Source: an optimization exercise on an open RTL-to-GDS flow (aim: small area, a short achievable clock period and few clock cycles per item). Production flows keep margins and buffers that such runs may drop. Only simulation tests tie the RTL to the original design; equivalence was not proved. Power and IR drop assume default switching activity.

==> design/flow/config.mk <==
export PLATFORM = sky130hd
export DESIGN_NAME = loop_engine
export DESIGN_NICKNAME = loop_engine
export VERILOG_FILES = /design/flow/design.v
export SDC_FILE = /design/flow/constraint.sdc
export NUM_CORES = 4
export LEC_CHECK = 0
export CAP_MARGIN = 20
export CORE_MARGIN = 2
export CORE_UTILIZATION = 25
export SLEW_MARGIN = 20
==> design/flow/constraint.sdc <==
create_clock -name core_clock -period 22.0 [get_ports {clk}]
set_input_delay 4.4000 -clock core_clock [delete_from_list [all_inputs] [get_ports {clk}]]
set_output_delay 4.4000 -clock core_clock [all_outputs]
set_load 0.01 [all_outputs]
==> design/flow/design.v <==
module loop_engine (
    input  wire               clk,
    input  wire               rst,         
    input  wire               start,       
    input  wire               init,        
    input  wire               pbsafe,      
    input  wire               run,         
    input  wire               stopping,    
    input  wire               llen,
    input  wire               tren,
    input  wire               trexm,
    input  wire               trlohz,
    input  wire signed [11:0] code,        
    input  wire signed [17:0] isum,        
    input  wire        [15:0] rll,         
    input  wire        [9:0]  linband,
    input  wire        [5:0]  trhyst,
    input  wire        [9:0]  trmaxs,
    input  wire        [15:0] dtrhi,       
    input  wire        [15:0] dtrlo,
    input  wire        [15:0] dmax,
    input  wire        [15:0] dmin,
    input  wire        [15:0] dhwmax,
    input  wire        [15:0] kcl,         
    input  wire        [15:0] ilimt,
    input  wire        [15:0] ilim,        
    input  wire signed [23:0] b0,          
    input  wire signed [23:0] b1,
    input  wire signed [23:0] b2,
    input  wire signed [23:0] a1,          
    input  wire signed [23:0] a2,
    input  wire signed [23:0] a3,
    input  wire signed [23:0] ki,          
    input  wire        [3:0]  bsh,
    input  wire        [4:0]  ish,
    input  wire signed [15:0] imin,        
    input  wire signed [15:0] imax,
    output wire               ready,
    output reg                done,
    output reg         [19:0] word,        
    output reg         [1:0]  tag,
    output reg  signed [15:0] eeff_o,
    output reg         [1:0]  trstate,
    output reg                clamphi,
    output reg                clamplo,
    output reg                windup,
    output reg                ilimact,
    output wire        [39:0] integ,       
    output wire        [31:0] yout,        
    output reg                evt_trf,
    output reg                evt_trtof,
    output reg                evt_windf,
    output reg                evt_ilimf,
    output reg                fault_ilim
);
    localparam [3:0] S_IDLE  = 4'd0,
                     S_LLMUL = 4'd1,
                     S_LLDIV = 4'd2,
                     S_EEFF  = 4'd3,
                     S_MAC   = 4'd4,
                     S_YRND  = 4'd5,
                     S_KI    = 4'd6,
                     S_KCL   = 4'd7,
                     S_INTG  = 4'd8,
                     S_DUTY  = 4'd9;
    localparam [1:0] TAG_LIN = 2'd0, TAG_TRHI = 2'd1, TAG_TRLO = 2'd2, TAG_NOSINK = 2'd3;
    reg signed [39:0] i_q;          
    reg signed [15:0] e1, e2;       
    reg signed [31:0] y1, y2, y3;   
    reg        [19:0] d_prev;       
    reg        [1:0]  tr_q;         
    reg        [9:0]  trn;          
    reg               block_q;      
    reg               clipped_q;
    reg               nosink_q;
    reg        [15:0] ilimn;        
    assign integ = i_q;
    assign yout  = y1;
    reg [3:0]  st;
    reg [5:0]  cnt;
    assign ready = (st == S_IDLE);
    reg signed [37:0] prod_q;       
    reg        [33:0] dividend;     
    reg        [12:0] rem;
    reg        [33:0] quot;
    reg               ll_neg;
    reg signed [15:0] eeff;
    reg signed [15:0] ef;
    reg        [1:0]  tr_n;         
    reg               entry_n, forced_n, exit_n, block_n;
    reg signed [79:0] acc;
    reg signed [31:0] y;
    reg signed [39:0] it;           
    reg               clip_n;
    reg signed [31:0] u;            
    reg signed [39:0] hwcl;         
    reg               ilim_n;
    wire [9:0]  lb    = (linband < 10'd16) ? 10'd16 : linband;
    wire [9:0]  hyst  = ({4'd0, trhyst} >= lb) ? lb - 10'd1 : {4'd0, trhyst};
    wire [9:0]  tmax  = (trmaxs == 10'd0) ? 10'd1 : trmaxs;
    wire [15:0] ltmax = (ilimt == 16'd0) ? 16'd1 : ilimt;
    reg signed [24:0] ma;
    reg signed [32:0] mb;
    wire signed [57:0] mp = ma * mb;
    always @(*) begin
        ma = 25'sd0;
        mb = 33'sd0;
        case (st)
            S_LLMUL: begin ma = {9'd0, rll};         mb = {{15{isum[17]}}, isum}; end
            S_MAC: case (cnt)
                6'd0: begin ma = {b0[23], b0}; mb = {{17{ef[15]}}, ef}; end
                6'd1: begin ma = {b1[23], b1}; mb = {{17{e1[15]}}, e1}; end
                6'd2: begin ma = {b2[23], b2}; mb = {{17{e2[15]}}, e2}; end
                6'd3: begin ma = {a1[23], a1}; mb = {y1[31], y1}; end
                6'd4: begin ma = {a2[23], a2}; mb = {y2[31], y2}; end
                default: begin ma = {a3[23], a3}; mb = {y3[31], y3}; end
            endcase
            S_KI:    begin ma = {ki[23], ki};       mb = {{17{eeff[15]}}, eeff}; end
            S_KCL:   begin ma = {9'd0, kcl};
                           mb = {{15{isum[17]}}, isum} - {17'd0, ilim}; end
            default: ;
        endcase
    end
    wire [5:0]         shamt  = (st == S_KI) ? 6'd37 - {1'b0, ish} : 6'd37 - {2'b0, bsh};
    wire signed [79:0] mp80   = {{22{mp[57]}}, mp};
    wire signed [79:0] mp_sh  = mp80 <<< shamt;
    wire signed [79:0] mp_a   = mp80 <<< 9;
    wire [33:0] q_rnd   = ({rem, 1'b0} > 14'd4000 || ({rem, 1'b0} == 14'd4000 && quot[0]))
                          ? quot + 34'd1 : quot;
    wire signed [35:0] ll_full = ll_neg ? -$signed({2'b0, q_rnd}) : $signed({2'b0, q_rnd});
    wire signed [15:0] ll = !llen ? 16'sd0 :
                            (ll_full > 36'sd32767)  ? 16'sh7fff :
                            (ll_full < -36'sd32768) ? 16'sh8000 : ll_full[15:0];
    wire signed [16:0] ediff = {{5{code[11]}}, code} - {ll[15], ll};
    wire signed [15:0] eeff_c = (ediff > 17'sd32767)  ? 16'sh7fff :
                                (ediff < -17'sd32768) ? 16'sh8000 : ediff[15:0];
    wire        [16:0] eabs   = eeff_c[15] ? -{eeff_c[15], eeff_c} : {1'b0, eeff_c};
    wire signed [16:0] lbs    = {7'd0, lb};
    wire               outband = eabs > {7'd0, lb};
    wire signed [16:0] eeff17  = {eeff_c[15], eeff_c};
    wire signed [49:0] acc_q  = acc[79:30];
    wire        [29:0] acc_r  = acc[29:0];
    wire               acc_up = acc_r > 30'h2000_0000 || (acc_r == 30'h2000_0000 && acc_q[0]);
    wire signed [50:0] acc_rn = {acc_q[49], acc_q} + {50'd0, acc_up};
    wire signed [31:0] y_c    = (acc_rn > 51'sh7fff_ffff)   ? 32'sh7fff_ffff :
                                (acc_rn < -51'sh8000_0000)  ? 32'sh8000_0000 : acc_rn[31:0];
    wire signed [57:0] ai_q   = acc[79:22];
    wire        [21:0] ai_r   = acc[21:0];
    wire               ai_up  = ai_r > 22'h20_0000 || (ai_r == 22'h20_0000 && ai_q[0]);
    wire signed [58:0] ai_rn  = {ai_q[57], ai_q} + {58'd0, ai_up};
    wire signed [58:0] pre_v  = $signed({39'd0, d_prev} <<< 18) - ({{27{y[31]}}, y} <<< 8);
    wire               pre    = exit_n && trexm;
    wire signed [58:0] raw_w  = pre ? pre_v : ai_rn;
    wire signed [39:0] raw_c  = (raw_w > 59'sh7f_ffff_ffff)  ? 40'sh7f_ffff_ffff :
                                (raw_w < -59'sh80_0000_0000) ? 40'sh80_0000_0000 : raw_w[39:0];
    wire signed [39:0] ilo    = {{1{imin[15]}}, imin, 23'd0};
    wire signed [39:0] ihi    = {{1{imax[15]}}, imax, 23'd0};
    wire signed [39:0] it_lo  = (raw_c < ilo) ? ilo : raw_c;
    wire signed [39:0] it_c   = (it_lo > ihi) ? ihi : it_lo;    
    wire signed [41:0] us     = {{2{it_c[39]}}, it_c} + {{2{y[31]}}, y, 8'd0};
    wire signed [33:0] us_q   = us[41:8];
    wire               us_up  = us[7:0] > 8'h80 || (us[7:0] == 8'h80 && us_q[0]);
    wire signed [34:0] us_rn  = {us_q[33], us_q} + {34'd0, us_up};
    wire signed [31:0] u_c    = (us_rn > 35'sh7fff_ffff)  ? 32'sh7fff_ffff :
                                (us_rn < -35'sh8000_0000) ? 32'sh8000_0000 : us_rn[31:0];
    wire               ilim_c  = $signed({isum[17], isum}) > $signed({3'd0, ilim});
    wire signed [39:0] clim_v  = $signed({20'd0, d_prev} <<< 10) - (prod_q <<< 2);
    wire signed [39:0] dhw_v   = {10'd0, dhwmax, 14'd0};
    wire signed [39:0] hwcl_c  = (ilim_c && clim_v < dhw_v) ? clim_v : dhw_v;
    wire signed [39:0] dmax_v  = {10'd0, dmax, 14'd0};
    wire signed [39:0] dmin_v  = {10'd0, dmin, 14'd0};
    wire signed [39:0] ceil_v  = (hwcl < dmax_v) ? hwcl : dmax_v;
    wire signed [39:0] floor_v = (dmin_v < ceil_v) ? dmin_v : ceil_v;
    wire signed [39:0] dtr_v   = {10'd0, (tr_n == 2'd1) ? dtrhi : dtrlo, 14'd0};
    wire signed [39:0] u_v     = {{8{u[31]}}, u};
    reg  signed [39:0] d;
    reg                inhib;
    always @(*) begin
        inhib = 1'b0;
        if (tr_n != 2'd0)
            d = (dtr_v < hwcl) ? dtr_v : hwcl;
        else if (u_v >= ceil_v) begin
            d = ceil_v;
            inhib = !eeff[15] && eeff != 16'sd0;
        end else if (u_v <= floor_v) begin
            d = floor_v;
            inhib = eeff[15];
        end else
            d = u_v;
    end
    wire        [39:0] dpos    = d[39] ? 40'd0 : d;
    wire        [29:0] dq      = dpos[39:10];
    wire               d_up    = dpos[9:0] > 10'h200 || (dpos[9:0] == 10'h200 && dq[0]);
    wire        [30:0] dw      = {1'b0, dq} + {30'd0, d_up};
    wire        [19:0] word_c  = (dw > 31'hFFFFF) ? 20'hFFFFF : dw[19:0];
    wire               nosink_c = nosink_q && eeff[15] && !stopping;
    wire        [1:0]  tag_c   = (tr_n == 2'd1) ? TAG_TRHI :
                                 (tr_n == 2'd2) ? (trlohz ? TAG_NOSINK : TAG_TRLO) :
                                 nosink_c ? TAG_NOSINK : TAG_LIN;
    wire [1:0] tr_in = run ? tr_q : 2'd0;
    reg  [1:0] tr_c;
    reg        entry_c, forced_c, exit_c, block_c;
    always @(*) begin
        tr_c     = tr_in;
        entry_c  = 1'b0;
        forced_c = 1'b0;
        exit_c   = 1'b0;
        block_c  = block_q && outband;
        if (tr_in != 2'd0 && eabs <= {7'd0, lb - hyst}) begin
            tr_c   = 2'd0;
            exit_c = 1'b1;
        end else if (tr_in != 2'd0 && trn >= tmax) begin
            tr_c     = 2'd0;
            exit_c   = 1'b1;
            forced_c = 1'b1;
            block_c  = outband;
        end else if (tr_in != 2'd0 || (run && tren && !block_c)) begin
            if (eeff17 > lbs)
                tr_c = 2'd1;
            else if (eeff17 < -lbs)
                tr_c = 2'd2;
            entry_c = (tr_c != tr_in);
        end
    end
    wire signed [15:0] ef_c = (tr_c == 2'd0) ? eeff_c :
                              (eeff17 > lbs)  ? lbs[15:0] :
                              (eeff17 < -lbs) ? -lbs[15:0] : eeff_c;
    always @(posedge clk) begin
        done <= 1'b0;
        if (rst) begin
            st         <= S_IDLE;
            cnt        <= 6'd0;
            i_q        <= 40'sd0;
            e1         <= 16'sd0;
            e2         <= 16'sd0;
            y1         <= 32'sd0;
            y2         <= 32'sd0;
            y3         <= 32'sd0;
            d_prev     <= 20'd0;
            tr_q       <= 2'd0;
            trn        <= 10'd0;
            block_q    <= 1'b0;
            clipped_q  <= 1'b0;
            nosink_q   <= 1'b0;
            ilimn      <= 16'd0;
            word       <= 20'd0;
            tag        <= 2'd0;
            eeff_o     <= 16'sd0;
            trstate    <= 2'd0;
            clamphi    <= 1'b0;
            clamplo    <= 1'b0;
            windup     <= 1'b0;
            ilimact    <= 1'b0;
            evt_trf    <= 1'b0;
            evt_trtof  <= 1'b0;
            evt_windf  <= 1'b0;
            evt_ilimf  <= 1'b0;
            fault_ilim <= 1'b0;
        end else begin
            case (st)
                S_IDLE: begin
                    if (start) begin
                        quot   <= 34'd0;
                        rem    <= 13'd0;
                        st     <= llen ? S_LLMUL : S_EEFF;
                    end else if (init) begin
                        i_q       <= 40'sd0;
                        e1        <= 16'sd0;
                        e2        <= 16'sd0;
                        y1        <= 32'sd0;
                        y2        <= 32'sd0;
                        y3        <= 32'sd0;
                        d_prev    <= 20'd0;
                        tr_q      <= 2'd0;
                        trn       <= 10'd0;
                        block_q   <= 1'b0;
                        clipped_q <= 1'b0;
                        nosink_q  <= pbsafe;
                        ilimn     <= 16'd0;
                        clamphi   <= 1'b0;
                        clamplo   <= 1'b0;
                        windup    <= 1'b0;
                        ilimact   <= 1'b0;
                        trstate   <= 2'd0;
                    end
                end
                S_LLMUL: begin
                    ll_neg   <= mp[57];
                    dividend <= mp[57] ? -mp[33:0] : mp[33:0];
                    cnt      <= 6'd0;
                    st       <= S_LLDIV;
                end
                S_LLDIV: begin
                    if ({rem[11:0], dividend[33]} >= 13'd4000) begin
                        rem  <= {rem[11:0], dividend[33]} - 13'd4000;
                        quot <= {quot[32:0], 1'b1};
                    end else begin
                        rem  <= {rem[11:0], dividend[33]};
                        quot <= {quot[32:0], 1'b0};
                    end
                    dividend <= {dividend[32:0], 1'b0};
                    cnt      <= cnt + 6'd1;
                    if (cnt == 6'd33)
                        st <= S_EEFF;
                end
                S_EEFF: begin
                    eeff     <= eeff_c;
                    ef       <= ef_c;
                    tr_n     <= tr_c;
                    entry_n  <= entry_c;
                    forced_n <= forced_c;
                    exit_n   <= exit_c;
                    block_n  <= block_c;
                    acc      <= 80'sd0;
                    cnt      <= 6'd0;
                    st       <= S_MAC;
                end
                S_MAC: begin
                    if (cnt < 6'd3)
                        acc <= acc + mp_sh;
                    else
                        acc <= acc - mp_a;
                    cnt <= cnt + 6'd1;
                    if (cnt == 6'd5)
                        st <= S_YRND;
                end
                S_YRND: begin
                    y  <= y_c;
                    st <= S_KI;
                end
                S_KI: begin
                    acc <= {{18{i_q[39]}}, i_q, 22'd0} + mp_sh;
                    st  <= S_KCL;
                end
                S_KCL: begin
                    prod_q <= mp[37:0];
                    st     <= S_INTG;
                end
                S_INTG: begin
                    it     <= it_c;
                    clip_n <= (it_c != raw_c);
                    u      <= u_c;
                    hwcl   <= hwcl_c;
                    ilim_n <= ilim_c;
                    st     <= S_DUTY;
                end
                default: begin  
                    if (tr_n == 2'd0 && !(inhib && !pre))
                        i_q <= it;
                    e2        <= e1;
                    e1        <= ef;
                    y3        <= y2;
                    y2        <= y1;
                    y1        <= y;
                    d_prev    <= word_c;
                    trn       <= (tr_n == 2'd0) ? 10'd0 : (tr_q != 2'd0) ? trn + 10'd1 : 10'd1;
                    tr_q      <= tr_n;
                    block_q   <= block_n;
                    nosink_q  <= nosink_c;
                    clipped_q <= (tr_n == 2'd0) && clip_n;
                    ilimact   <= ilim_n;
                    if (ilim_n) begin
                        if (ilimn + 16'd1 >= ltmax) begin
                            ilimn      <= 16'd0;
                            fault_ilim <= 1'b1;
                        end else begin
                            ilimn      <= ilimn + 16'd1;
                            fault_ilim <= 1'b0;
                        end
                    end else begin
                        ilimn      <= 16'd0;
                        fault_ilim <= 1'b0;
                    end
                    word      <= word_c;
                    tag       <= tag_c;
                    eeff_o    <= eeff;
                    trstate   <= tr_n;
                    clamphi   <= (tr_n == 2'd0) && (d == ceil_v);
                    clamplo   <= (tr_n == 2'd0) && (d == floor_v);
                    windup    <= (tr_n == 2'd0) && (clip_n || inhib);
                    evt_trf   <= entry_n;
                    evt_trtof <= forced_n;
                    evt_windf <= (tr_n == 2'd0) && clip_n && !clipped_q;
                    evt_ilimf <= ilim_n && !ilimact;
                    done      <= 1'b1;
                    st        <= S_IDLE;
                end
            endcase
        end
    end
endmodule
==> design/flow/run.sh <==
#!/bin/bash
# synth_recipe.tcl (not shown) runs the flow's synth.tcl, then flattens the netlist and writes it again
# the make line also repeats each setting of config.mk as NAME=value (left out here)
make -C /OpenROAD-flow-scripts/flow DESIGN_CONFIG=/design/flow/config.mk WORK_HOME=/design/flow/orfs CLKGATE_MAP_FILE= SYNTH_SCRIPT=/design/flow/synth_recipe.tcl finish
==> results.yml <==
outcome:
  status: "finished clean"
worst_setup_path:
  reg2regPathDepth: 61
  worstSetupStartpointType: "input pin"
  r2r-end: "u[14]"
  cp_common_cell: "a21oi_1"
  worstPathArrival_ns: 21.28
  reg2reg_from: "acc[1]"
  cpMaxStageDelayCell: "nand2_1"
  path_max_fanout: 28
  endpoint_kind: "flip-flop"
  crit_path_max_incr_delay_ns: 0.60
  required_ns: 22.46
  r2r_slack_ns: 4.99
  path_class: "in -> reg"
timing:
  fmax_mhz: 48.0
  max_slew_margin_pct: 19.0
  min_period_ns: 20.81
  rsz0062_at_grt: "no"
  finalCritPeriodShare_pct: 94.6
  skew_ns: 0.0380
  final-max-slew-violation-count: 0
  finalSetupViolCount: 0
  hold_viol: 0
  tns_ns: 0
  worst_pin_slew_ns: 1.22
drt:
  drt_wl_total_mm: 411
  drt-wirelength-per-cell_um: 24.5
  route.vias.total: 88300
  viasPerCell: 5.27
  wl_met2_mm: 177
  drtAntennaViolNets: 0
  top_layer_used: "met5"
  drc: 0
  wl_met1_mm: 166
  dr.pass1.iters: 9
  wl_met3_mm: 38.7
  drt_iter0_markers: 9648
floorplan:
  die_h_um: 614
  initial_core_util_pct: 25.1
  design.portCount: 543
  die_area_um2: 378000
  coreArea_um2: 372000
  fp-row-count: 224
  fp.dieW_um: 614
clock_tree:
  cts_buffer_depth: 3
  cts.clk_slew.worst_paths_ns: 0.07
  cts_tree: "built"
  cts_max_level: 3
  cts-buffers-inserted: 77
  postCtsSetupRepairBufs: 0
  clk_latency_ns: 0.74
  root_buffer: "clkbuf_16"
  cts.sinks: 659
synthesis:
  ys_seq_area_share_pct: 18.3
  synth_ff_type: "edfxtp_1"
  ys_types: 93
  synthCells: 11400
  synth_area_um2: 93200
  async_reset_ff_share_pct: 0
  yosysWarnings: 1
  synth_edf_count: 382
  syn_area_per_cell_um2: 8.15
  synth_seq_cells: 659
global_route:
  grt_remaining_overflow: 0
  first_global_vias: 84400
  antenna_found_initial: 43
  grt_pass1_wl_mm: 594
  grt_start_max_net_pins: 167
  grt.total_usage_pct: 21.1
hold_path:
  hp-start: "word[17]"
  min_path_type: "reg -> reg"
  hold_end: "word[17]"
  hold_path_depth: 2
placement:
  portBuffers: 542
  gp_congestion: 1.03
  hpwl_mm: 338
finish:
  utilization_pct: 28.9
  fill_cells: 40000
  final_nets: 13700
  final_cell_mix: "nand2_1, inv_1, nor2_1, fa_1, a21oi_1"
  final_common_cell: "nand2_1"
  area_growth_pct: 15.4
  drive_above_1_share_pct: 4.97
pwr:
  leakage_nw: 45.3
  power_density_nw_per_um2: 116
  power_mw: 12.4
  ir_worst_vdd_mv: 0.158
job:
  maxCapViolCount: 0
==> synthesized netlist by cell type (all sizes together), types with 58 or more instances <==
master / instances / area share [%]
xor2: 274 / 2.6
or2: 59 / 0.40
o21a: 95 / 0.77
xnor2: 440 / 4.1
a211oi: 88 / 0.71
nor3: 175 / 0.95
clkbuf: 498 / 2.0
nand2b: 160 / 1.1
nor2b: 116 / 0.78
a21oi: 813 / 4.4
nor2: 1002 / 4.0
and2: 134 / 0.90
edfxtp: 382 / 12
o211ai: 58 / 0.47
nand2: 1312 / 5.3
nand3: 238 / 1.3
and3: 92 / 0.62
a21o: 270 / 2.2
dfxtp: 277 / 6.0
mux2i: 148 / 1.6
nor4: 77 / 0.52
ha: 745 / 10
buf: 72 / 0.32
nand4: 137 / 0.92
a22oi: 210 / 1.7
inv: 1196 / 4.8
o22ai: 73 / 0.49
a31oi: 86 / 0.58
fa: 834 / 18
o21ai: 618 / 3.3
o21bai: 66 / 0.53
==> power breakdown <==
part	internal (mW)	switching, mW
clock network	0.812	0.618
registers	1.55	0.145
logic	3.22	6.08
total	5.59	6.84
==> repair_timing <==
| item | CTS | global route |
|---|---|---|
| hold buffers | 0 | 0 |
| gates resized for setup | 0 | 7 |
| setup endpoints to repair | 0 | 2 |
==> area by class of cell <==
class	count	area [um^2]	share of cell area [%]
inverter	1202	4510	4.20
multi-input combinational	9006	70000	65.0
clock buffer	99	2160	2.01
clock inverter	45	546	0.507
timing repair buffer	759	7090	6.59
antenna	15	37.5	0.0349
sequential	659	17000	15.8
tap	4972	6220	5.78
==> cell families after synthesis <==
group | synth area share, %
simple gates | 18.2
fa+ha+maj | 28.0
flops | 18.3
xor+xnor | 6.71
other cells | 0.00403
compound gates | 19.4
mux | 2.29
buf+inv | 7.17
==> per-stage QoR <==
step,setup WS [ns],instances,hold WS (ns),area [um^2]
final,1.19,16800,0.450,108000
after global routing,0.00449,16800,0.461,108000
after CTS,1.27,16700,0.451,107000
after detailed placement,0.580,16600,0.440,105000
after global placement,0.721,16600,0.442,105000
after floorplan,3.21,11400,0.443,93200
==> sequential cells by signal, indices dropped and copies added (netlist names), 32 cells and up <==
register / cells
acc: 80
i_q: 40
hwcl: 38
y2: 32
it: 40
quot: 34
u: 32
prod_q: 38
y1: 32
y3: 32
y: 32
dividend: 34
==> worst max path at each step <==
stage                    to  startpoint  depth (start not counted)  slack, ns
floorplan           acc[77]     ilim[2]                         72       3.21
global placement    acc[79]     ilim[0]                         65       0.72
detailed placement  acc[77]     ilim[0]                         65       0.58
CTS                 acc[77]     ilim[0]                         65       1.27
global route        acc[77]     isum[0]                         69      0.004
finish              acc[77]     ilim[0]                         67       1.19
==> worst max-delay path: cells and delay by family <==
kind	cells	cell delay, ns
AOI/OAI and AO/OA	35	7.47
adders and majority gates	11	5.00
and+or+nand+nor	11	2.32
buffers and inverters	6	1.02
muxes	2	0.62
xor gates and xnor gates	2	0.41
==> per-layer routing <==
layer / up-vias / GRT usage [%]
met2: 4202 / 31.9
li1: 40100 / -
met1: 43200 / 27.2
met4: 22 / 12.8
met3: 802 / 5.03
met5: - / 0
Testbench counts, summed over its fixed seeds: cycles 469,475, samples 20,000.

port drivers added, routing unchanged:
The flow's constraints put no driver on any port. The routed layout listed below was extracted and timed again, unchanged, in two steps.
Step 1 sets driving cells, clkbuf_16 on the clock port and buf_2 on the other inputs (assumed; they add their load-dependent delay and slew).
Step 2 also shifts input and output timing later by t, the mid clock arrival at the registers, as if the neighbouring blocks saw the same clock.
Slacks: ideal ports / drivers / drivers and shift; pairs: ideal ports / drivers.
t, ns: 0.805
setup WS [ns]: 1.185 / 1.239 / 0.434
worst setup path after step 2: input to register
clock arrival spread, ns: 0.038 / 0.038
worst slew at a driven data input, ns: 0.25
After both steps setup and hold are still met in this run. For this run, drivers alone change the setup slack by +0.054 ns; drivers and shift together by -0.751 ns.
